This is an optimization exercise on Yosys and OpenROAD, whose aim is small area, a short achievable clock period and few clock cycles per item, not a production implementation. The RTL was checked by simulation tests, not by an equivalence proof against the original design.

File: design.v
module aes256_sbox_p1 (
    input  wire [7:0] a,
    output wire [3:0] inv
);
    wire U0, U1, U2, U3, U4, U5, U6, U7;
    assign {U0, U1, U2, U3, U4, U5, U6, U7} = a;
    wire T1, T2, T3, T4, T5, T6, T7, T8, T9, T10;
    wire T11, T12, T13, T14, T15, T16, T17, T18, T19, T20;
    wire T21, T22, T23, T24, T25, T26, T27, M1, M2, M3;
    wire M4, M5, M6, M7, M8, M9, M10, M11, M12, M13;
    wire M14, M15, M16, M17, M18, M19, M20, M21, M22, M23;
    wire M24, M25, M26, M27, M28, M29, M30, M31, M32, M33;
    wire M34, M35, M36, M37, M38, M39, M40;
    assign T1 = U0 ^ U3;
    assign T2 = U0 ^ U5;
    assign T3 = U0 ^ U6;
    assign T4 = U3 ^ U5;
    assign T5 = U4 ^ U6;
    assign T6 = T1 ^ T5;
    assign T7 = U1 ^ U2;
    assign T8 = U7 ^ T6;
    assign T9 = U7 ^ T7;
    assign T10 = T6 ^ T7;
    assign T11 = U1 ^ U5;
    assign T12 = U2 ^ U5;
    assign T13 = T3 ^ T4;
    assign T14 = T6 ^ T11;
    assign T15 = T5 ^ T11;
    assign T16 = T5 ^ T12;
    assign T17 = T9 ^ T16;
    assign T18 = U3 ^ U7;
    assign T19 = T7 ^ T18;
    assign T20 = T1 ^ T19;
    assign T21 = U6 ^ U7;
    assign T22 = T7 ^ T21;
    assign T23 = T2 ^ T22;
    assign T24 = T2 ^ T10;
    assign T25 = T20 ^ T17;
    assign T26 = T3 ^ T16;
    assign T27 = T1 ^ T12;
    assign M1 = T13 & T6;
    assign M2 = T23 & T8;
    assign M3 = T14 ^ M1;
    assign M4 = T19 & U7;
    assign M5 = M4 ^ M1;
    assign M6 = T3 & T16;
    assign M7 = T22 & T9;
    assign M8 = T26 ^ M6;
    assign M9 = T20 & T17;
    assign M10 = M9 ^ M6;
    assign M11 = T1 & T15;
    assign M12 = T4 & T27;
    assign M13 = M12 ^ M11;
    assign M14 = T2 & T10;
    assign M15 = M14 ^ M11;
    assign M16 = M3 ^ M2;
    assign M17 = M5 ^ T24;
    assign M18 = M8 ^ M7;
    assign M19 = M10 ^ M15;
    assign M20 = M16 ^ M13;
    assign M21 = M17 ^ M15;
    assign M22 = M18 ^ M13;
    assign M23 = M19 ^ T25;
    assign M24 = M22 ^ M23;
    assign M25 = M22 & M20;
    assign M26 = M21 ^ M25;
    assign M27 = M20 ^ M21;
    assign M28 = M23 ^ M25;
    assign M29 = M28 & M27;
    assign M30 = M26 & M24;
    assign M31 = M20 & M23;
    assign M32 = M27 & M31;
    assign M33 = M27 ^ M25;
    assign M34 = M21 & M22;
    assign M35 = M24 & M34;
    assign M36 = M24 ^ M25;
    assign M37 = M21 ^ M29;
    assign M38 = M32 ^ M33;
    assign M39 = M23 ^ M30;
    assign M40 = M35 ^ M36;
    assign inv = {M37, M38, M39, M40};
endmodule
module aes256_sbox_p2 (
    input  wire [7:0] a,
    input  wire [3:0] inv,
    output wire [7:0] y
);
    wire U0, U1, U2, U3, U4, U5, U6, U7;
    wire M37, M38, M39, M40;
    assign {U0, U1, U2, U3, U4, U5, U6, U7} = a;
    assign {M37, M38, M39, M40} = inv;
    wire T1, T2, T3, T4, T5, T6, T7, T8, T9, T10;
    wire T11, T12, T13, T15, T16, T17, T18, T19, T20, T21;
    wire T22, T23, T27, M41, M42, M43, M44, M45, M46, M47;
    wire M48, M49, M50, M51, M52, M53, M54, M55, M56, M57;
    wire M58, M59, M60, M61, M62, M63, L0, L1, L2, L3;
    wire L4, L5, L6, L7, L8, L9, L10, L11, L12, L13;
    wire L14, L15, L16, L17, L18, L19, L20, L21, L22, L23;
    wire L24, L25, L26, L27, L28, L29;
    assign T1 = U0 ^ U3;
    assign T2 = U0 ^ U5;
    assign T3 = U0 ^ U6;
    assign T4 = U3 ^ U5;
    assign T5 = U4 ^ U6;
    assign T6 = T1 ^ T5;
    assign T7 = U1 ^ U2;
    assign T8 = U7 ^ T6;
    assign T9 = U7 ^ T7;
    assign T10 = T6 ^ T7;
    assign T11 = U1 ^ U5;
    assign T12 = U2 ^ U5;
    assign T13 = T3 ^ T4;
    assign T15 = T5 ^ T11;
    assign T16 = T5 ^ T12;
    assign T17 = T9 ^ T16;
    assign T18 = U3 ^ U7;
    assign T19 = T7 ^ T18;
    assign T20 = T1 ^ T19;
    assign T21 = U6 ^ U7;
    assign T22 = T7 ^ T21;
    assign T23 = T2 ^ T22;
    assign T27 = T1 ^ T12;
    assign M41 = M38 ^ M40;
    assign M42 = M37 ^ M39;
    assign M43 = M37 ^ M38;
    assign M44 = M39 ^ M40;
    assign M45 = M42 ^ M41;
    assign M46 = M44 & T6;
    assign M47 = M40 & T8;
    assign M48 = M39 & U7;
    assign M49 = M43 & T16;
    assign M50 = M38 & T9;
    assign M51 = M37 & T17;
    assign M52 = M42 & T15;
    assign M53 = M45 & T27;
    assign M54 = M41 & T10;
    assign M55 = M44 & T13;
    assign M56 = M40 & T23;
    assign M57 = M39 & T19;
    assign M58 = M43 & T3;
    assign M59 = M38 & T22;
    assign M60 = M37 & T20;
    assign M61 = M42 & T1;
    assign M62 = M45 & T4;
    assign M63 = M41 & T2;
    assign L0 = M61 ^ M62;
    assign L1 = M50 ^ M56;
    assign L2 = M46 ^ M48;
    assign L3 = M47 ^ M55;
    assign L4 = M54 ^ M58;
    assign L5 = M49 ^ M61;
    assign L6 = M62 ^ L5;
    assign L7 = M46 ^ L3;
    assign L8 = M51 ^ M59;
    assign L9 = M52 ^ M53;
    assign L10 = M53 ^ L4;
    assign L11 = M60 ^ L2;
    assign L12 = M48 ^ M51;
    assign L13 = M50 ^ L0;
    assign L14 = M52 ^ M61;
    assign L15 = M55 ^ L1;
    assign L16 = M56 ^ L0;
    assign L17 = M57 ^ L1;
    assign L18 = M58 ^ L8;
    assign L19 = M63 ^ L4;
    assign L20 = L0 ^ L1;
    assign L21 = L1 ^ L7;
    assign L22 = L3 ^ L12;
    assign L23 = L18 ^ L2;
    assign L24 = L15 ^ L9;
    assign L25 = L6 ^ L10;
    assign L26 = L7 ^ L9;
    assign L27 = L8 ^ L10;
    assign L28 = L11 ^ L14;
    assign L29 = L11 ^ L17;
    assign y[7] = L6 ^ L24;
    assign y[6] = ~(L16 ^ L26);
    assign y[5] = ~(L19 ^ L28);
    assign y[4] = L6 ^ L21;
    assign y[3] = L20 ^ L22;
    assign y[2] = L25 ^ L29;
    assign y[1] = ~(L13 ^ L27);
    assign y[0] = ~(L6 ^ L23);
endmodule
module aes256_core (
    input  wire         clk,
    input  wire         rst,       
    input  wire         start,     
    input  wire [255:0] key,
    input  wire [127:0] block,
    output wire         ready,
    output reg          done,      
    output reg  [127:0] result     
);
    reg  [127:0] s1;
    reg  [255:0] k1;
    reg  [3:0]   r1;
    reg          v1;
    reg  [127:0] s2a;
    reg  [63:0]  s2i;
    reg  [31:0]  t2a;
    reg  [15:0]  t2i;
    reg  [255:0] k2;
    reg  [3:0]   r2;
    reg          v2;
    wire last2 = (r2 == 4'd14);
    wire cont  = v2 && !last2;      
    assign ready = !cont;
    wire [127:0] ark = s1 ^ k1[255:128];
    wire [63:0]  inv;
    genvar i;
    generate
        for (i = 0; i < 16; i = i + 1) begin : g_sbox1
            aes256_sbox_p1 u_sbox (
                .a(ark[127 - 8*i -: 8]),
                .inv(inv[63 - 4*i -: 4])
            );
        end
    endgenerate
    wire [31:0] sw_in = k1[31:0];
    wire [15:0] sw_inv;
    generate
        for (i = 0; i < 4; i = i + 1) begin : g_ksbox1
            aes256_sbox_p1 u_sbox (
                .a(sw_in[31 - 8*i -: 8]),
                .inv(sw_inv[15 - 4*i -: 4])
            );
        end
    endgenerate
    wire [127:0] sub;
    generate
        for (i = 0; i < 16; i = i + 1) begin : g_sbox2
            aes256_sbox_p2 u_sbox (
                .a(s2a[127 - 8*i -: 8]),
                .inv(s2i[63 - 4*i -: 4]),
                .y(sub[127 - 8*i -: 8])
            );
        end
    endgenerate
    wire [127:0] shifted;
    genvar c, r;
    generate
        for (c = 0; c < 4; c = c + 1) begin : g_col
            for (r = 0; r < 4; r = r + 1) begin : g_row
                assign shifted[127 - 8*(4*c + r) -: 8] =
                    sub[127 - 8*(4*((c + r) % 4) + r) -: 8];
            end
        end
    endgenerate
    function [7:0] xtime;
        input [7:0] v;
        xtime = {v[6:0], 1'b0} ^ (v[7] ? 8'h1b : 8'h00);
    endfunction
    function [31:0] mix_column;
        input [31:0] col;
        reg [7:0] a0, a1, a2, a3;
        begin
            a0 = col[31:24];
            a1 = col[23:16];
            a2 = col[15:8];
            a3 = col[7:0];
            mix_column[31:24] = xtime(a0 ^ a1) ^ a1 ^ a2 ^ a3;
            mix_column[23:16] = xtime(a1 ^ a2) ^ a0 ^ a2 ^ a3;
            mix_column[15:8]  = xtime(a2 ^ a3) ^ a0 ^ a1 ^ a3;
            mix_column[7:0]   = xtime(a3 ^ a0) ^ a0 ^ a1 ^ a2;
        end
    endfunction
    wire [127:0] mixed = {mix_column(shifted[127:96]), mix_column(shifted[95:64]),
                          mix_column(shifted[63:32]),  mix_column(shifted[31:0])};
    wire [31:0] sw_out;
    generate
        for (i = 0; i < 4; i = i + 1) begin : g_ksbox2
            aes256_sbox_p2 u_sbox (
                .a(t2a[31 - 8*i -: 8]),
                .inv(t2i[15 - 4*i -: 4]),
                .y(sw_out[31 - 8*i -: 8])
            );
        end
    endgenerate
    wire [7:0]  rcon = r2[0] ? (8'h01 << r2[3:1]) : 8'h00;
    wire [31:0] temp = r2[0] ? {sw_out[23:0], sw_out[31:24]} : sw_out;
    wire [31:0] p0 = k2[255:224] ^ {rcon, 24'h000000};
    wire [31:0] p1 = p0 ^ k2[223:192];
    wire [31:0] p2 = p1 ^ k2[191:160];
    wire [31:0] p3 = p2 ^ k2[159:128];
    always @(posedge clk) begin
        s2a <= ark;
        s2i <= inv;
        t2a <= sw_in;
        t2i <= sw_inv;
        k2  <= k1;
        r2  <= r1;
        result <= shifted ^ k2[127:0];
        if (cont) begin
            s1 <= mixed;
            k1 <= {k2[127:0], p0 ^ temp, p1 ^ temp, p2 ^ temp, p3 ^ temp};
            r1 <= r2 + 4'd1;
        end else begin
            s1 <= block;
            k1 <= key;
            r1 <= 4'd1;
        end
    end
    always @(posedge clk) begin
        if (rst) begin
            v1   <= 1'b0;
            v2   <= 1'b0;
            done <= 1'b0;
        end else begin
            v2   <= v1;
            v1   <= cont || (start && !cont);
            done <= v2 && last2;
        end
    end
endmodule
File: run.sh
#!/bin/bash
# synth_recipe.tcl (not shown) runs the flow's synth.tcl, then flattens the netlist and writes it again
# the make line also repeats each setting of config.mk as NAME=value (left out here)
make -C /OpenROAD-flow-scripts/flow DESIGN_CONFIG=/design/flow/config.mk WORK_HOME=/design/flow/orfs CLKGATE_MAP_FILE= SYNTH_SCRIPT=/design/flow/synth_recipe.tcl finish
File: config.mk
export PLATFORM = sky130hd
export DESIGN_NAME = aes256_core
export DESIGN_NICKNAME = aes256_core
export VERILOG_FILES = /design/flow/design.v
export SDC_FILE = /design/flow/constraint.sdc
export NUM_CORES = 4
export LEC_CHECK = 0
export ABC_AREA = 1
export CAP_MARGIN = 20
export CORE_MARGIN = 2
export CORE_UTILIZATION = 30
export PLACE_DENSITY = 0.45
export SETUP_SLACK_MARGIN = 4.0
export SLEW_MARGIN = 20
File: constraint.sdc
create_clock -name core_clock -period 7.0 [get_ports {clk}]
set_input_delay 1.4000 -clock core_clock [delete_from_list [all_inputs] [get_ports {clk}]]
set_output_delay 1.4000 -clock core_clock [all_outputs]
set_load 0.01 [all_outputs]
==> summary.txt, run 1 <==
# setup viols final: 0
Max Fclk: 321.9 MHz
unrepaired setup endpoints after global routing: true
Hold Fails Final Rpt: 0
syn_area_per_cell: 6.330 sq um
clock skew: 0.04194 ns
most frequent cells in the layout: nand2_1 (4918), nand3_1 (1240), inv_1 (993), dfxtp_1 (683), xor2_1 (651)
global-route wire length before repair: 463.2 mm
sequential share of the synthesized area: 0.2788
Initial Utilization: 0.3016
CP Launch Type: flip-flop
Post-synth ARST share: 0
Tightest Pin Transition: 0.8806 ns
CP Max Fanout: 2
Synthesis Warnings: 1
layout cells sized above 1: 0.1501
die area: 240100 sq um
Top Metal Used: met5
Crit path max-delay family: flip-flops
total track usage: 0.2629
via count: 71960
clock-pin slew on the worst setup and hold paths: 0.06 ns
worst path arrival time: 1.71 ns
R2R Setup Slk: 4.06 ns
vias in the first global route: 67050
GPL Wtd Cong: 0.9766
ANT nets after route: 0
core area: 235000 sq um
antenna violations before repair: 23
Final Non-Filler Cells: 15130
Synth cell types: 47
port buffer count: 516
Inst Count DP: 14660
ys flop type: dfxtp_1
WL met1: 148.5 mm
grt ovf: 0
WL met2: 147.0 mm
setup TNS: 0 ns
clock tree sinks: 987
fin crit share: 0.4439
Hold Crit Class: flip-flop to flip-flop
metal3 WL: 15.53 mm
final core occ: 0.3910
DR iter-0 viols: 5431
Root Driver: clkbuf_16
IO Count: 517
CP Cell Sequence: clkinv_8 > ha_4 > nand3_4 > nand2_8 > buf_6
# DRC: 0
DP HPWL: 272.0 mm
Worst-Skew Late Latency: 0.82 ns
fin nets: 12290
Cell Rows: 178
H-tree depth: 4
area grow syn2layout: 29.64%
CTS tree: done
Seq cells post-synth: 987
largest net degree at the start of global routing: 128
Rel. slew slack: 0.4130
Mapped Nets: 11620
Synth Instances: 11200
first drt pass iteration count: 6
status: timing/DRC/antenna clean
Max Cap Viol: 0
Post-synth EDFFs: 0
Die Y: 490.0 microns
Filler Cell Count: 24790
CTS Buf Count: 131
Routed WL: 328.3 mm
Setup CP Type: flip-flop to primary output
hold_ws: 0.3040 ns
wire per inst: 21.71 microns
worst path bufs/invs: 2
Max stage delay on crit path: 0.38 ns
Crit path required time: 5.60 ns
leading cell type in the layout, fill and taps excluded: nand2_1
crit end category: primary output
via/cell ratio: 4.757
mapped cell area: 70870 sq um
Chip Width: 490.0 microns
critical path's slowest cell: dfxtp_4
Max Slew Vio Count: 0
Clock Tree Buf Depth: 3
clock period minus worst slack: 3.107 ns
-- area by class of cell --
cell class	count	area [sq um]	share of cell area
timing repair buffer	743	6924	0.07536
tap	3150	3941	0.04290
clock inverter	70	982.2	0.01069
antenna	10	25.02	0.0002724
multi-input combinational	8929	51970	0.5657
sequential	987	20340	0.2214
timing repair inverter	2	17.52	0.0001907
inverter	1065	4038	0.04395
clock buffer	170	3636	0.03958
-- synthesized netlist by cell type, types with 2 or more instances --
| cell type | count | area, sq um |
|---|---|---|
| or2_1 | 6 | 37.54 |
| o21ai_0 | 120 | 600.6 |
| o211ai_1 | 4 | 30.03 |
| a31oi_1 | 14 | 87.58 |
| o21ai_1 | 10 | 50.05 |
| xnor2_1 | 519 | 4546 |
| xnor2_2 | 24 | 390.4 |
| or2_0 | 19 | 118.9 |
| nand3_1 | 1309 | 6551 |
| and2_1 | 5 | 31.28 |
| nand3_2 | 17 | 170.2 |
| ha_1 | 42 | 525.5 |
| a21oi_1 | 32 | 160.2 |
| nor2_1 | 257 | 964.7 |
| nand3b_1 | 120 | 900.9 |
| nand4_1 | 144 | 900.9 |
| clkbuf_1 | 74 | 277.8 |
| xor2_1 | 850 | 7445 |
| buf_4 | 32 | 240.2 |
| or2_2 | 23 | 143.9 |
| dfxtp_1 | 987 | 19760 |
| xor2_4 | 13 | 357.8 |
| nor2_2 | 14 | 87.58 |
| xor2_2 | 118 | 1919 |
| nor3_1 | 2 | 10.01 |
| buf_2 | 69 | 345.3 |
| buf_1 | 16 | 60.06 |
| a21o_1 | 6 | 45.04 |
| clkinv_1 | 2 | 7.510 |
| o21bai_1 | 3 | 22.52 |
| inv_2 | 46 | 172.7 |
| inv_1 | 1017 | 3817 |
| nand2b_1 | 2 | 12.51 |
| nand2_2 | 70 | 437.9 |
| clkbuf_2 | 25 | 125.1 |
| nand2_1 | 5173 | 19420 |
-- metal layers --
layer,vias to the layer above,global-route usage
li1,35730,-
met1,33640,0.3523
met2,2117,0.4203
met3,454,0.03171
met4,20,0.1205
met5,-,0
-- final timing paths --
path,depth (start not counted),to,startpoint
max,5,ready,r2[0]$_DFF_P_
min,0,k2[66]$_DFF_P_,k1[66]$_DFF_P_
max reg2reg,18,s1[31]$_DFF_P_,s2a[119]$_DFF_P_
min reg2reg,0,k2[66]$_DFF_P_,k1[66]$_DFF_P_
-- kinds of logic after synthesis --
kind of cell	count (synthesis)	share of synthesized area
fa+ha+maj	42	0.007415
compound gates	192	0.01439
buf+inv	1282	0.07136
xor+xnor	1524	0.2068
flops	987	0.2788
simple gates	7168	0.4212
-- through the flow --
stage          setup slack [ns]  area (sq um)
4_1_cts                   3.787         86370
5_1_grt                   3.830         91860
3_3_place_gp              2.759         79050
3_5_place_dp              2.722         79050
2_1_floorplan             4.015         70910
6_report                  3.893         91880
-- registers in the layout, indices dropped and copies added (netlist names) --
name / cells
t2i: 16
k2: 256
done: 1
s2i: 64
k1: 256
s2a: 128
r2: 4
s1: 128
v1: 1
r1: 4
result: 128
v2: 1
-- what timing repair did --
action / 4_1_cts / 5_1_grt
endpoints found under the setup margin: 567 / 331
cloned: 5 / 0
setup buffers: 41 / 173
pin swaps: 34 / 156
hold buffers: 0 / 0
resized for setup: 574 / 928
Testbench counts, summed over its fixed seeds: cycles 11,224, items 800.
==> inputs of run 2 (changes only) <==
--- a/design.v
+++ b/design.v
@@ -190,3 +190,3 @@
     input  wire [127:0] block,
-    output wire         ready,
+    output reg          ready,
     output reg          done,      
@@ -205,5 +205,3 @@
     reg          v2;
-    wire last2 = (r2 == 4'd14);
-    wire cont  = v2 && !last2;      
-    assign ready = !cont;
+    reg  cont;
     wire [127:0] ark = s1 ^ k1[255:128];
@@ -305,5 +303,7 @@
         if (rst) begin
-            v1   <= 1'b0;
-            v2   <= 1'b0;
-            done <= 1'b0;
+            v1    <= 1'b0;
+            v2    <= 1'b0;
+            done  <= 1'b0;
+            cont  <= 1'b0;
+            ready <= 1'b1;
         end else begin
@@ -311,3 +311,5 @@
             v1   <= cont || (start && !cont);
-            done <= v2 && last2;
+            cont  <= v1 && r1 != 4'd14;
+            ready <= !(v1 && r1 != 4'd14);
+            done <= v2 && r2 == 4'd14;
         end
==> flow/run.sh (new file) <==
#!/bin/bash
# Layout: the standard flow (standard.sh, which runs the standard
# synthesis unchanged), except that the ports are buffered with
# sky130_fd_sc_hd__buf_1 cells instead of the cell buffer_ports picks
# by default. make's full output goes to flow.log; each ORFS step keeps
# its own log under orfs/logs/.
set -uo pipefail
bash standard.sh "BUFFER_PORTS_ARGS=-buffer_cell sky130_fd_sc_hd__buf_1" finish > flow.log 2>&1
status=$?
tail -n 20 flow.log
exit $status
==> standard.sh (new file) <==
#!/bin/bash
# synth_recipe.tcl (not shown) runs the flow's synth.tcl, then flattens the netlist and writes it again
# the make line also repeats each setting of config.mk as NAME=value (left out here)
make -C /OpenROAD-flow-scripts/flow DESIGN_CONFIG=/design/flow/config.mk WORK_HOME=/design/flow/orfs CLKGATE_MAP_FILE= SYNTH_SCRIPT=/design/flow/synth_recipe.tcl "${@:-finish}"
--- a/config.mk
+++ b/config.mk
@@ -10,4 +10,4 @@
 export CORE_MARGIN = 2
-export CORE_UTILIZATION = 30
-export PLACE_DENSITY = 0.45
+export CORE_UTILIZATION = 50
+export PLACE_DENSITY = 0.65
 export SETUP_SLACK_MARGIN = 4.0
removed: run.sh
==> run 2 against run 1 <==
  * Highest routed layer unchanged
  * Hold slack better by 0.016 ns
  * Wire length down 13%
  * Largest cell class unchanged
  * Setup slack better by 0.17 ns
  * Sequential share of layout area up 1.5 points
  * Die area down 40%
  * Final area down 6.7%
  * Cell count down 7.7%
  * Critical path depth up 12
  * Still clean
  * Clock-buffer cell count down 30
==> summary.txt, run 2 <==
Hold Crit Class: flip-flop to flip-flop
port buffer count: 516 (unchanged)
reg2reg end: k1[9]$_DFF_P_
ANT nets after route: 0 (unchanged)
H-tree depth: 3 (-1)
DR iter-0 viols: 7692 (+42%)
CP Launch Type: flip-flop
Initial Utilization: 0.5017 (+0.2001)
mapped cell area: 70780 sq um (-0.13%)
Tightest Pin Transition: 0.9472 ns (+0.06666 ns)
ys flop type: dfxtp_1
syn_area_per_cell: 6.233 sq um (-1.5%)
grt ovf: 0 (unchanged)
Routed WL: 285.8 mm (-13%)
clock skew: 0.03237 ns (-0.009574 ns)
Post-synth ARST share: 0 (unchanged)
Crit path required time: 7.69 ns (+2.09 ns)
hold_ws: 0.3199 ns (+0.01591 ns)
Setup CP Type: flip-flop to flip-flop
global-route wire length before repair: 405.8 mm (-12%)
CTS Buf Count: 109 (-17%)
Synthesis Warnings: 1 (unchanged)
status: timing/DRC/antenna clean
Hold Fails Final Rpt: 0 (unchanged)
worst path bufs/invs: 2 (unchanged)
sequential share of the synthesized area: 0.2797 (+0.0009206)
Rel. slew slack: 0.3685 (-0.04444)
R2R Setup Slk: 4.06 ns (about the same)
Chip Width: 380.2 microns (-22%)
core area: 141100 sq um (-40%)
Crit path max-delay family: simple AND/OR/NAND/NOR gates
Mapped Nets: 11780 (+1.4%)
area grow syn2layout: 21.08%
first drt pass iteration count: 8 (+2)
Post-synth EDFFs: 0 (unchanged)
Seq cells post-synth: 989 (+0.20%)
Max Fclk: 340.6 MHz (+5.8%)
Synth cell types: 42 (-11%)
most frequent cells in the layout: nand2_1 (5100), nand3_1 (1265), inv_1 (1079), dfxtp_1 (738), xor2_1 (649)
Root Driver: clkbuf_16
Die Y: 380.2 microns (-22%)
critical path depth: 17 (+12)
crit-path most repeated cell: nand2_1
CP endpoint: k1[9]$_DFF_P_
unrepaired setup endpoints after global routing: true
fin crit share: 0.4195 (-0.02437)
Max stage delay on crit path: 0.44 ns (+0.06 ns)
Clock Tree Buf Depth: 3 (unchanged)
clock-pin slew on the worst setup and hold paths: 0.06 ns (about the same)
# DRC: 0 (unchanged)
# setup viols final: 0 (unchanged)
Max Slew Vio Count: 0 (unchanged)
clock period minus worst slack: 2.936 ns (-0.1706 ns)
crit end category: flip-flop
wire per inst: 20.48 microns (-5.6%)
count leader, synth: nand2_1
R2R cell count: 17 (-1)
largest net degree at the start of global routing: 176 (+38%)
Synth Instances: 11360 (+1.4%)
clock tree sinks: 989 (+0.20%)
total track usage: 0.3733 (+0.1104)
CTS tree: done
worst path arrival time: 3.63 ns (+1.92 ns)
antenna violations before repair: 34 (+48%)
CP Cell Sequence: inv_1 > nand2_1 > nand2_2 > xor2_4 > xnor2_1 > nand2_1 > xor2_2 > inv_1 > nand2_1 > nand2_1 > nand2_1 > nand3_1 > nand2_2 > nand2_1 > nand2_1 > nand2_1 > nand2_1
layout cells sized above 1: 0.1279 (-0.02223)
CP Max Fanout: 5 (+3)
worst flop-to-flop path startpoint: k2[5]$_DFF_P_
Top Registers: k1: 256 flops, k2: 256 flops
Worst-Skew Late Latency: 0.75 ns (-0.07 ns)
Cell Rows: 138 (-22%)
Worst setup startpoint: k2[5]$_DFF_P_
commonest cells in the netlist: nand2_1 (5348), nand3_1 (1324), inv_1 (1095)
top post-synthesis cells by area: nand2_1 (28%), dfxtp_1 (28%), xor2_1 (10%)
die area: 144600 sq um (-40%)
area share of the largest cell type after synthesis: 0.2836 (+0.004810)
setup TNS: 0 ns (unchanged)
Max Cap Viol: 0 (unchanged)
via count: 74460 (+3.5%)
GPL Wtd Cong: 1.065 (+9.0%)
via/cell ratio: 5.336 (+12%)
Synth area leader: nand2_1
fin nets: 12390 (+0.81%)
critical path's slowest cell: dfxtp_2
vias in the first global route: 65460 (-2.4%)
leading cell type in the layout, fill and taps excluded: nand2_1
DP HPWL: 232.7 mm (-14%)
IO Count: 517 (unchanged)
-- run 2: area by class of cell --
type | count | area (sq um)
fill | 13400 | 55370
multi-input combinational | 9020 | 51210
sequential | 989 | 20220
inverter | 1121 | 4220
timing repair buffer | 717 | 3603
clock buffer | 140 | 3087
tap | 1890 | 2365
clock inverter | 65 | 954.7
antenna | 13 | 32.53
-- run 2: timing repair --
item | in CTS | in global routing
gates resized for setup | 321 | 877
hold buffers | 0 | 0
setup endpoints to repair | 260 | 329
buffers inserted | 30 | 160
pin swaps | 34 | 136
-- run 2: worst reg2reg max path: cells and delay by family, from the launching register on --
kind | cells | cell delay, ns
flip-flops | 1 | 0.44
AND/OR/NAND/NOR | 12 | 1.58
XOR/XNOR | 3 | 0.66
buffers and inverters | 2 | 0.20
-- run 2: worst min-delay path by stage --
| stage | startpoint | endpoint | cells after the start |
|---|---|---|---|
| 6_report | k1[107]$_DFF_P_ | k2[107]$_DFF_P_ | 0 |
| 3_3_place_gp | k1[77]$_DFF_P_ | k2[77]$_DFF_P_ | 0 |
| 4_1_cts | k1[107]$_DFF_P_ | k2[107]$_DFF_P_ | 0 |
| 3_5_place_dp | k1[104]$_DFF_P_ | k2[104]$_DFF_P_ | 0 |
| 5_1_grt | k1[107]$_DFF_P_ | k2[107]$_DFF_P_ | 0 |
| 2_1_floorplan | k1[100]$_DFF_P_ | k2[100]$_DFF_P_ | 0 |
-- run 2: logic make-up after synthesis --
logic type / synth area share
buffers and inverters: 0.07457
AOI/OAI and AO/OA: 0.01191
adders and majority gates: 0.007425
DFF: 0.2797
and+or+nand+nor: 0.4281
xor gates and xnor gates: 0.1983
-- run 2: through the flow --
stage | std cells | utilization | setup slack (ns) | instance area, sq um
6_report | 13960 | 0.6075 | 4.064 | 85700
5_1_grt | 13950 | 0.6074 | 3.868 | 85680
4_1_cts | 13780 | 0.5696 | 3.966 | 80360
3_5_place_dp | 13550 | 0.5254 | 3.427 | 74120
3_3_place_gp | 13550 | 0.5254 | 3.476 | 74120
2_1_floorplan | 11360 | - | 4.138 | 70780
-- run 2: per-layer routing --
layer	wire, microns	GRT usage
met4	18480	0.2015
met3	25390	0.05715
met5	131	0
met2	120900	0.5634
met1	121000	0.5113
Testbench counts of run 2, summed over its fixed seeds: cycles 11,224, items 800.
==> inputs of run 3 (changes only) <==
--- a/design.v
+++ b/design.v
@@ -2,3 +2,4 @@
     input  wire [7:0] a,
-    output wire [3:0] inv
+    output wire [3:0] inv,
+    output wire [7:0] t       
 );
@@ -81,2 +82,3 @@
     assign inv = {M37, M38, M39, M40};
+    assign t = {T1, T2, T10, T13, T15, T16, T17, T19};
 endmodule
@@ -184,2 +186,90 @@
 endmodule
+module aes256_sbox_p2t (
+    input  wire [7:0] t,
+    input  wire [3:0] inv,
+    output wire [7:0] y
+);
+    wire T1, T2, T10, T13, T15, T16, T17, T19;
+    wire T20, T23, T27, T4, T9, U7, T22, T3, T6, T8;
+    wire M37, M38, M39, M40;
+    assign {T1, T2, T10, T13, T15, T16, T17, T19} = t;
+    assign {M37, M38, M39, M40} = inv;
+    assign T20 = T1 ^ T19;
+    assign T23 = T13 ^ T19;
+    assign T27 = T10 ^ T15;
+    assign T4 = T1 ^ T2;
+    assign T9 = T16 ^ T17;
+    assign U7 = T15 ^ T17;
+    assign T22 = T2 ^ T23;
+    assign T3 = T13 ^ T4;
+    assign T6 = T16 ^ T27;
+    assign T8 = T10 ^ T9;
+    wire M41, M42, M43, M44, M45, M46, M47, M48, M49, M50;
+    wire M51, M52, M53, M54, M55, M56, M57, M58, M59, M60;
+    wire M61, M62, M63, L0, L1, L2, L3, L4, L5, L6;
+    wire L7, L8, L9, L10, L11, L12, L13, L14, L15, L16;
+    wire L17, L18, L19, L20, L21, L22, L23, L24, L25, L26;
+    wire L27, L28, L29;
+    assign M41 = M38 ^ M40;
+    assign M42 = M37 ^ M39;
+    assign M43 = M37 ^ M38;
+    assign M44 = M39 ^ M40;
+    assign M45 = M42 ^ M41;
+    assign M46 = M44 & T6;
+    assign M47 = M40 & T8;
+    assign M48 = M39 & U7;
+    assign M49 = M43 & T16;
+    assign M50 = M38 & T9;
+    assign M51 = M37 & T17;
+    assign M52 = M42 & T15;
+    assign M53 = M45 & T27;
+    assign M54 = M41 & T10;
+    assign M55 = M44 & T13;
+    assign M56 = M40 & T23;
+    assign M57 = M39 & T19;
+    assign M58 = M43 & T3;
+    assign M59 = M38 & T22;
+    assign M60 = M37 & T20;
+    assign M61 = M42 & T1;
+    assign M62 = M45 & T4;
+    assign M63 = M41 & T2;
+    assign L0 = M61 ^ M62;
+    assign L1 = M50 ^ M56;
+    assign L2 = M46 ^ M48;
+    assign L3 = M47 ^ M55;
+    assign L4 = M54 ^ M58;
+    assign L5 = M49 ^ M61;
+    assign L6 = M62 ^ L5;
+    assign L7 = M46 ^ L3;
+    assign L8 = M51 ^ M59;
+    assign L9 = M52 ^ M53;
+    assign L10 = M53 ^ L4;
+    assign L11 = M60 ^ L2;
+    assign L12 = M48 ^ M51;
+    assign L13 = M50 ^ L0;
+    assign L14 = M52 ^ M61;
+    assign L15 = M55 ^ L1;
+    assign L16 = M56 ^ L0;
+    assign L17 = M57 ^ L1;
+    assign L18 = M58 ^ L8;
+    assign L19 = M63 ^ L4;
+    assign L20 = L0 ^ L1;
+    assign L21 = L1 ^ L7;
+    assign L22 = L3 ^ L12;
+    assign L23 = L18 ^ L2;
+    assign L24 = L15 ^ L9;
+    assign L25 = L6 ^ L10;
+    assign L26 = L7 ^ L9;
+    assign L27 = L8 ^ L10;
+    assign L28 = L11 ^ L14;
+    assign L29 = L11 ^ L17;
+    assign y[7] = L6 ^ L24;
+    assign y[6] = ~(L16 ^ L26);
+    assign y[5] = ~(L19 ^ L28);
+    assign y[4] = L6 ^ L21;
+    assign y[3] = L20 ^ L22;
+    assign y[2] = L25 ^ L29;
+    assign y[1] = ~(L13 ^ L27);
+    assign y[0] = ~(L6 ^ L23);
+endmodule
 module aes256_core (
@@ -198,3 +288,3 @@
     reg          v1;
-    reg  [127:0] s2a;
+    reg  [127:0] s2t;
     reg  [63:0]  s2i;
@@ -208,2 +298,3 @@
     wire [63:0]  inv;
+    wire [127:0] tf;
     genvar i;
@@ -213,3 +304,4 @@
                 .a(ark[127 - 8*i -: 8]),
-                .inv(inv[63 - 4*i -: 4])
+                .inv(inv[63 - 4*i -: 4]),
+                .t(tf[127 - 8*i -: 8])
             );
@@ -223,3 +315,4 @@
                 .a(sw_in[31 - 8*i -: 8]),
-                .inv(sw_inv[15 - 4*i -: 4])
+                .inv(sw_inv[15 - 4*i -: 4]),
+                .t()
             );
@@ -230,4 +323,4 @@
         for (i = 0; i < 16; i = i + 1) begin : g_sbox2
-            aes256_sbox_p2 u_sbox (
-                .a(s2a[127 - 8*i -: 8]),
+            aes256_sbox_p2t u_sbox (
+                .t(s2t[127 - 8*i -: 8]),
                 .inv(s2i[63 - 4*i -: 4]),
@@ -284,3 +377,3 @@
     always @(posedge clk) begin
-        s2a <= ark;
+        s2t <= tf;
         s2i <= inv;
==> run 3 against run 2 <==
  * Global-route usage grew 0.62 points
  * First-iteration DRC count rose by 2.6%
  * Synthesized area rose by 1.7%
  * Wire length grew 2.7%
  * Die area up 1.7%
==> summary.txt, run 3 <==
status: timing/DRC/antenna clean
fin crit share: 0.4127 (-0.006810)
clock period minus worst slack: 2.889 ns (-0.04767 ns)
clock skew: 0.03849 ns (+0.006124 ns)
worst path bufs/invs: 1 (-1)
top post-synthesis cells by area: nand2_1 (29%), dfxtp_1 (27%), nand3_1 (12%)
antenna violations before repair: 35 (+2.9%)
core area: 143300 sq um (+1.6%)
IO Count: 517 (unchanged)
port buffer count: 516 (unchanged)
Routed WL: 293.4 mm (+2.7%)
Hold Fails Final Rpt: 0 (unchanged)
most frequent cells in the layout: nand2_1 (5507), nand3_1 (1607), inv_1 (1106), dfxtp_1 (839), xor2_1 (557)
# setup viols final: 0 (unchanged)
Post-synth ARST share: 0 (unchanged)
total track usage: 0.3795 (+0.006175)
ys flop type: dfxtp_1
CP Cell Sequence: xnor2_2 > xnor2_2 > xor2_2 > xor2_2 > xor2_1 > ha_1 > xnor2_1 > xor2_1 > inv_1 > nand2_1 > nand2_2 > nor2_1 > nand2_1 > nand2_1 > nor2_1
global-route wire length before repair: 419.2 mm (+3.3%)
Top Registers: k1: 256 flops, k2: 256 flops
unrepaired setup endpoints after global routing: true
Clock Tree Buf Depth: 3 (unchanged)
area occupied by multi-input gates: 49860 sq um (-2.6%)
Synthesis Warnings: 1 (unchanged)
wire per inst: 20.42 microns (-0.32%)
Max Fclk: 346.2 MHz (+1.7%)
die area: 147100 sq um (+1.7%)
CTS Buf Count: 108 (-0.92%)
Cell Rows: 139 (+0.72%)
Hold Crit Class: flip-flop to flip-flop
largest net degree at the start of global routing: 150 (-15%)
DR iter-0 viols: 7890 (+2.6%)
via count: 77630 (+4.3%)
Tightest Pin Transition: 1.002 ns (+0.05483 ns)
Mapped Nets: 12190 (+3.5%)
clock-pin slew on the worst setup and hold paths: 0.06 ns (about the same)
Synth Instances: 11770 (+3.6%)
worst path arrival time: 3.52 ns (-0.11 ns)
Final Non-Filler Cells: 14370 (+3.0%)
Synth area leader: nand2_1
Filler Cell Count: 13880 (+3.6%)
via/cell ratio: 5.402 (+1.2%)
Initial Utilization: 0.5025 (+0.0007238)
vias in the first global route: 68700 (+5.0%)
leading cell type in the layout, fill and taps excluded: nand2_1
Root Driver: clkbuf_16
clock tree sinks: 989 (unchanged)
mapped cell area: 72010 sq um (+1.7%)
Max Cap Viol: 0 (unchanged)
syn_area_per_cell: 6.120 sq um (-1.8%)
grt ovf: 0 (unchanged)
Storage cell area: 20020 sq um (-0.98%)
crit-path most repeated cell: nand2_1
fin nets: 12790 (+3.2%)
sequential share of the synthesized area: 0.2750 (-0.004768)
count leader, synth: nand2_1
Chip Width: 383.5 microns (+0.85%)
first drt pass iteration count: 8 (unchanged)
area share of the largest cell type after synthesis: 0.2937 (+0.01013)
area grow syn2layout: 15.91%
setup TNS: 0 ns (unchanged)
Rel. slew slack: 0.3320 (-0.03655)
critical path's slowest cell: dfxtp_1
CP Max Fanout: 7 (+2)
Die Y: 383.5 microns (+0.85%)
ANT nets after route: 0 (unchanged)
Worst-Skew Late Latency: 0.76 ns (about the same)
Max Slew Vio Count: 0 (unchanged)
Synth cell types: 51 (+21%)
layout cells sized above 1: 0.09488 (-0.03298)
# DRC: 0 (unchanged)
CTS tree: done
Max stage delay on crit path: 0.35 ns (-0.09 ns)
Setup CP Type: flip-flop to flip-flop
CP Launch Type: flip-flop
Crit path required time: 7.63 ns (-0.06 ns)
Inst Count DP: 14030 (+3.6%)
crit end category: flip-flop
Crit path max-delay family: XOR/XNOR gates
Seq cells post-synth: 989 (unchanged)
DP HPWL: 241.9 mm (+3.9%)
commonest cells in the netlist: nand2_1 (5635), nand3_1 (1668), inv_1 (1118)
GPL Wtd Cong: 1.046 (-1.8%)
Post-synth EDFFs: 0 (unchanged)
H-tree depth: 3 (unchanged)
-- run 3: cell count changes after synthesis, sizes merged, moves of 38 or more --
| cell | before | now |
|---|---|---|
| nand2 | 5395 | 5744 |
| xnor2 | 572 | 528 |
| inv | 1120 | 1158 |
| xor2 | 935 | 677 |
| buf | 132 | 83 |
| nand3 | 1343 | 1690 |
| o21ai | 121 | 160 |
-- run 3: cells by family after synthesis --
kind of cell | share of synthesized area
AND/OR/NAND/NOR | 0.4644
buffers and inverters | 0.07137
XOR/XNOR | 0.1653
flip-flops | 0.2750
AO/OA/AOI/OAI | 0.01672
adder cells (fa/ha/maj) | 0.007298
-- run 3: layer usage --
metal	wire, microns	vias to the layer above	GRT usage
li1	-	37790	-
met1	121400	35880	0.4982
met2	126600	3342	0.5863
met3	26180	607	0.06237
met4	19140	16	0.2227
met5	114	-	0
-- run 3: area by class of cell --
type,count,share of cell area
repair buffers,648,0.03692
well taps,1903,0.02853
inverters,1162,0.05254
flip-flops and latches,989,0.2399
diodes,21,0.0006296
clock buffers,140,0.03574
multi-input cells,9450,0.5974
clock inverters,58,0.008275
-- run 3: path summary, 6_finish.rpt --
path                            slack [ns]  cells after the start       startpoint               to
worst min register to register        0.32                      0   k1[42]$_DFF_P_   k2[42]$_DFF_P_
worst min-delay path                  0.32                      0   k1[42]$_DFF_P_   k2[42]$_DFF_P_
worst max-delay path                  4.11                     15  k1[182]$_DFF_P_  s2i[27]$_DFF_P_
worst max register to register        4.11                     15  k1[182]$_DFF_P_  s2i[27]$_DFF_P_
-- run 3: worst register-to-register path, stage by stage (launching register included) --
cell and delay, ns:
dfxtp_1 0.35, xnor2_2 0.19, xnor2_2 0.30, xor2_2 0.28
xor2_2 0.24, xor2_1 0.17, ha_1 0.26, xnor2_1 0.17
xor2_1 0.22, inv_1 0.07, nand2_1 0.07, nand2_2 0.10
nor2_1 0.17, nand2_1 0.07, nand2_1 0.07, nor2_1 0.04
-- run 3: timing repair --
| item | 4_1_cts | 5_1_grt |
|---|---|---|
| gates cloned | 0 | 1 |
| endpoints found under the setup margin | 141 | 313 |
| pin swaps | 6 | 83 |
| hold buffers | 0 | 0 |
| setup buffers | 5 | 117 |
| gates resized for setup | 90 | 546 |
-- run 3: metrics by stage --
| stage | setup WS (ns) | util | hold WS, ns | cell area [sq um] |
|---|---|---|---|---|
| finish | 4.111 | 0.5824 | 0.3202 | 83460 |
| global placement | 3.180 | 0.5279 | 0.3099 | 75650 |
| global route | 3.904 | 0.5822 | 0.3211 | 83430 |
| floorplan | 4.238 | - | 0.3096 | 72010 |
| detailed placement | 3.078 | 0.5279 | 0.3121 | 75650 |
| CTS | 3.897 | 0.5574 | 0.3172 | 79880 |
Testbench counts of run 3, summed over its fixed seeds: cycles 11,224, items 800.
==> inputs of run 4 (changes only) <==
==> flow/run.sh (replaced) <==
#!/bin/bash
# Layout: the standard flow (standard.sh) with three changes:
#  - synthesis maps with flow/abc_area.script (ABC's &nf mapper) in place of
#    ORFS's abc_area.script; everything else in synthesis is unchanged, so
#    the registers and their names are those of the standard synthesis;
#  - the ports are buffered with sky130_fd_sc_hd__buf_1 cells;
#  - CTS inserts no dummy loads.
# make's full output goes to flow.log; each ORFS step keeps its own log
# under orfs/logs/.
set -uo pipefail
here=$(pwd)
rm -rf "$here/scripts"
cp -r "$FLOW_HOME/scripts" "$here/scripts"
cp "$here/flow/abc_area.script" "$here/scripts/abc_area.script"
bash standard.sh \
    "SCRIPTS_DIR=$here/scripts" \
    "BUFFER_PORTS_ARGS=-buffer_cell sky130_fd_sc_hd__buf_1" \
    "CTS_ARGS=-sink_clustering_enable -repair_clock_nets -dont_use_dummy_load" \
    finish > flow.log 2>&1
status=$?
tail -n 20 flow.log
exit $status
==> flow/abc_area.script (new file) <==
strash
&get -n
&st
&dch
&nf
&put
buffer -c
topo
stime -c
upsize -c
dnsize -c
--- a/config.mk
+++ b/config.mk
@@ -12,3 +12,3 @@
 export PLACE_DENSITY = 0.65
-export SETUP_SLACK_MARGIN = 4.0
+export SETUP_SLACK_MARGIN = 3.7
 export SLEW_MARGIN = 20
==> run 4 against run 3 <==
  * Die area shrank 21%
  * Sequential cell count is the same
  * First-iteration DRC count shrank 66%
  * Sequential share of layout area grew 6.2 points
  * Fmax shrank 12%
  * Via count shrank 52%
  * Clock skew grew 0.043 ns
  * Critical path depth shrank 6
  * Cell count shrank 49%
  * Still clean on timing, DRC and antenna
==> summary.txt, run 4 <==
status: timing/DRC/antenna clean
Die Y: 340.0 microns (-11%)
commonest cells in the netlist: xnor2_1 (1358), dfxtp_1 (989), xor2_1 (831)
most frequent cells in the layout: xnor2_1 (1247), dfxtp_1 (957), xor2_1 (748), buf_1 (516), nor2_1 (419)
fin nets: 6232 (-51%)
leading cell type in the layout, fill and taps excluded: xnor2_1
met3 Use GR: 0.04904 (-0.01333)
area grow syn2layout: 16.43%
antenna violations before repair: 9 (-74%)
met1 Use GR: 0.4140 (-0.08418)
Synth area leader: dfxtp_1
mapped cell area: 56440 sq um (-22%)
H-tree depth: 3 (unchanged)
Rel. slew slack: 0.2265 (-0.1055)
unrepaired setup endpoints after global routing: true
Routed WL: 179.2 mm (-39%)
grt ovf: 0 (unchanged)
Storage cell area: 19840 sq um (-0.91%)
Mapped Nets: 5609 (-54%)
grt peak-use layer: met2
total track usage: 0.3006 (-0.07890)
GR Util met2: 0.4715 (-0.1148)
DR iter-0 viols: 2680 (-66%)
# setup viols final: 0 (unchanged)
Max Slew Vio Count: 0 (unchanged)
Crit path required time: 7.49 ns (-0.14 ns)
largest net degree at the start of global routing: 172 (+15%)
fin crit share: 0.4677 (+0.05506)
clock-pin slew on the worst setup and hold paths: 0.06 ns (about the same)
Max Fclk: 305.4 MHz (-12%)
Post-synth EDFFs: 0 (unchanged)
syn_area_per_cell: 10.89 sq um (+78%)
Max Cap Viol: 0 (unchanged)
Synthesis Warnings: 1 (unchanged)
area occupied by multi-input gates: 38360 sq um (-23%)
CTS tree: done
Inst Count DP: 7110 (-49%)
CP Max Fanout: 6 (-1)
setup TNS: 0 ns (unchanged)
DP HPWL: 146.7 mm (-39%)
clock skew: 0.08175 ns (+0.04326 ns)
Clock Tree Buf Depth: 3 (unchanged)
die area: 115600 sq um (-21%)
area share of the largest cell type after synthesis: 0.3508 (+0.05708)
CTS Buf Count: 106 (-1.9%)
Seq cells post-synth: 989 (unchanged)
Cell Rows: 123 (-12%)
via count: 37340 (-52%)
Setup CP Type: flip-flop to flip-flop
IO Count: 517 (unchanged)
Chip Width: 340.0 microns (-11%)
Synth Instances: 5180 (-56%)
Synth cell types: 56 (+9.8%)
Filler Cell Count: 9554 (-31%)
wire per inst: 24.54 microns (+20%)
top post-synthesis cells by area: dfxtp_1 (35%), xnor2_1 (21%), xor2_1 (13%)
Root Driver: clkbuf_16
vias in the first global route: 36860 (-46%)
ys flop type: dfxtp_1
global-route wire length before repair: 250.3 mm (-40%)
Tightest Pin Transition: 1.152 ns (+0.1500 ns)
hold_ws: 0.3099 ns (-0.01031 ns)
crit end category: flip-flop
core area: 112200 sq um (-22%)
port buffer count: 516 (unchanged)
layout cells sized above 1: 0.1331 (+0.03820)
Worst-Skew Late Latency: 0.70 ns (-0.06 ns)
# DRC: 0 (unchanged)
Hold Crit Class: flip-flop to flip-flop
Final Non-Filler Cells: 7302 (-49%)
via/cell ratio: 5.113 (-5.3%)
Post-synth ARST share: 0 (unchanged)
clock period minus worst slack: 3.274 ns (+0.3854 ns)
clock tree sinks: 989 (unchanged)
Hold Fails Final Rpt: 0 (unchanged)
worst path arrival time: 3.77 ns (+0.25 ns)
CP Launch Type: flip-flop
first drt pass iteration count: 5 (-3)
GPL Wtd Cong: 1.001 (-4.3%)
Initial Utilization: 0.5030 (+0.0005745)
Top Registers: k1: 256 flops, k2: 256 flops
count leader, synth: xnor2_1
sequential share of the synthesized area: 0.3508 (+0.07586)
ANT nets after route: 0 (unchanged)
run 4: metrics by stage:
step                        util  setup WS (ns)  instance area (sq um)
after floorplan                -          4.032                  56440
after global placement    0.5350          3.043                  60030
after detailed placement  0.5351          2.998                  60030
after CTS                 0.5675          3.532                  63670
after global routing      0.5857          3.601                  65710
final                     0.5857          3.726                  65710
run 4: worst max-delay path: stages (launching register included):
cell and delay, ns:
dfxtp_2 0.41, xnor3_2 0.53, buf_4 0.17, nor2b_2 0.22, xnor3_1 0.26, xnor3_1 0.44
mux2_2 0.40, xnor2_4 0.28, xor2_2 0.27, a21oi_1 0.10
run 4: cells by family after synthesis:
logic type | after synthesis | synth area share
XOR/XNOR | 2582 | 0.4921
AND/OR/NAND/NOR | 922 | 0.07057
AO/OA/AOI/OAI | 332 | 0.03097
buffers and inverters | 128 | 0.008868
flip-flops | 989 | 0.3508
multiplexers | 185 | 0.03738
adder cells (fa/ha/maj) | 42 | 0.009312
run 4: what timing repair did:
action,4_1_cts,5_1_grt
setup buffers,13,72
gates resized for setup,130,228
setup endpoints to repair,142,214
hold buffers,0,0
pin swaps,13,49
run 4: worst paths after layout:
path	startpoint	to	slack [ns]	cells after the start
setup / recovery	k2[8]$_DFF_P_	k1[17]$_DFF_P_	3.73	9
hold / removal	k1[88]$_DFF_P_	k2[88]$_DFF_P_	0.31	0
setup reg to reg	k2[8]$_DFF_P_	k1[17]$_DFF_P_	3.73	9
hold reg to reg	k1[88]$_DFF_P_	k2[88]$_DFF_P_	0.31	0
run 4: cell type report:
class                      count  area share
tap                         1500     0.02856
antenna                        1  0.00003808
multi-input combinational   4063      0.5838
inverter                      22    0.001257
clock buffer                 106     0.04037
sequential                   989      0.3020
timing repair buffer         621     0.04400
run 4: routing by layer:
layer  share of wire  vias to the layer above
met3           0.069                      273
met2            0.45                     1242
met5         0.00023                        -
met4           0.043                        6
li1                -                    17650
met1            0.44                    18160

[re-timing with driven ports]
Ports are ideal in the flow. The routed layouts listed here were re-timed in OpenROAD. Step 1, drivers: a clkbuf_16 drives clk and a buf_2 each remaining input, both assumed. Step 2 moves the port delays by t, midway between the first and last clock arrival at a register: inputs arrive t later, outputs are due t later. That takes back most of the time a late clock gives input paths. Slacks: no drivers / after step 1 / after step 2; pairs: no drivers / after step 1.
run	t (ns)	setup slack, ns	worst hold slack (ns)	clock arrival spread, ns	worst register clock-pin slew, ns
run 1	0.897	3.893 / 3.798 / 4.062	0.304 / 0.304 / 0.304	0.041 / 0.042	0.07 / 0.07
run 2	0.824	4.064 / 4.064 / 4.064	0.320 / 0.320 / 0.320	0.035 / 0.035	0.07 / 0.07
run 3	0.828	4.111 / 4.094 / 4.111	0.320 / 0.320 / 0.320	0.040 / 0.039	0.08 / 0.08
run 4	0.740	3.726 / 3.726 / 3.726	0.310 / 0.310 / 0.310	0.083 / 0.083	0.06 / 0.06
After both steps every run listed still meets setup and hold.
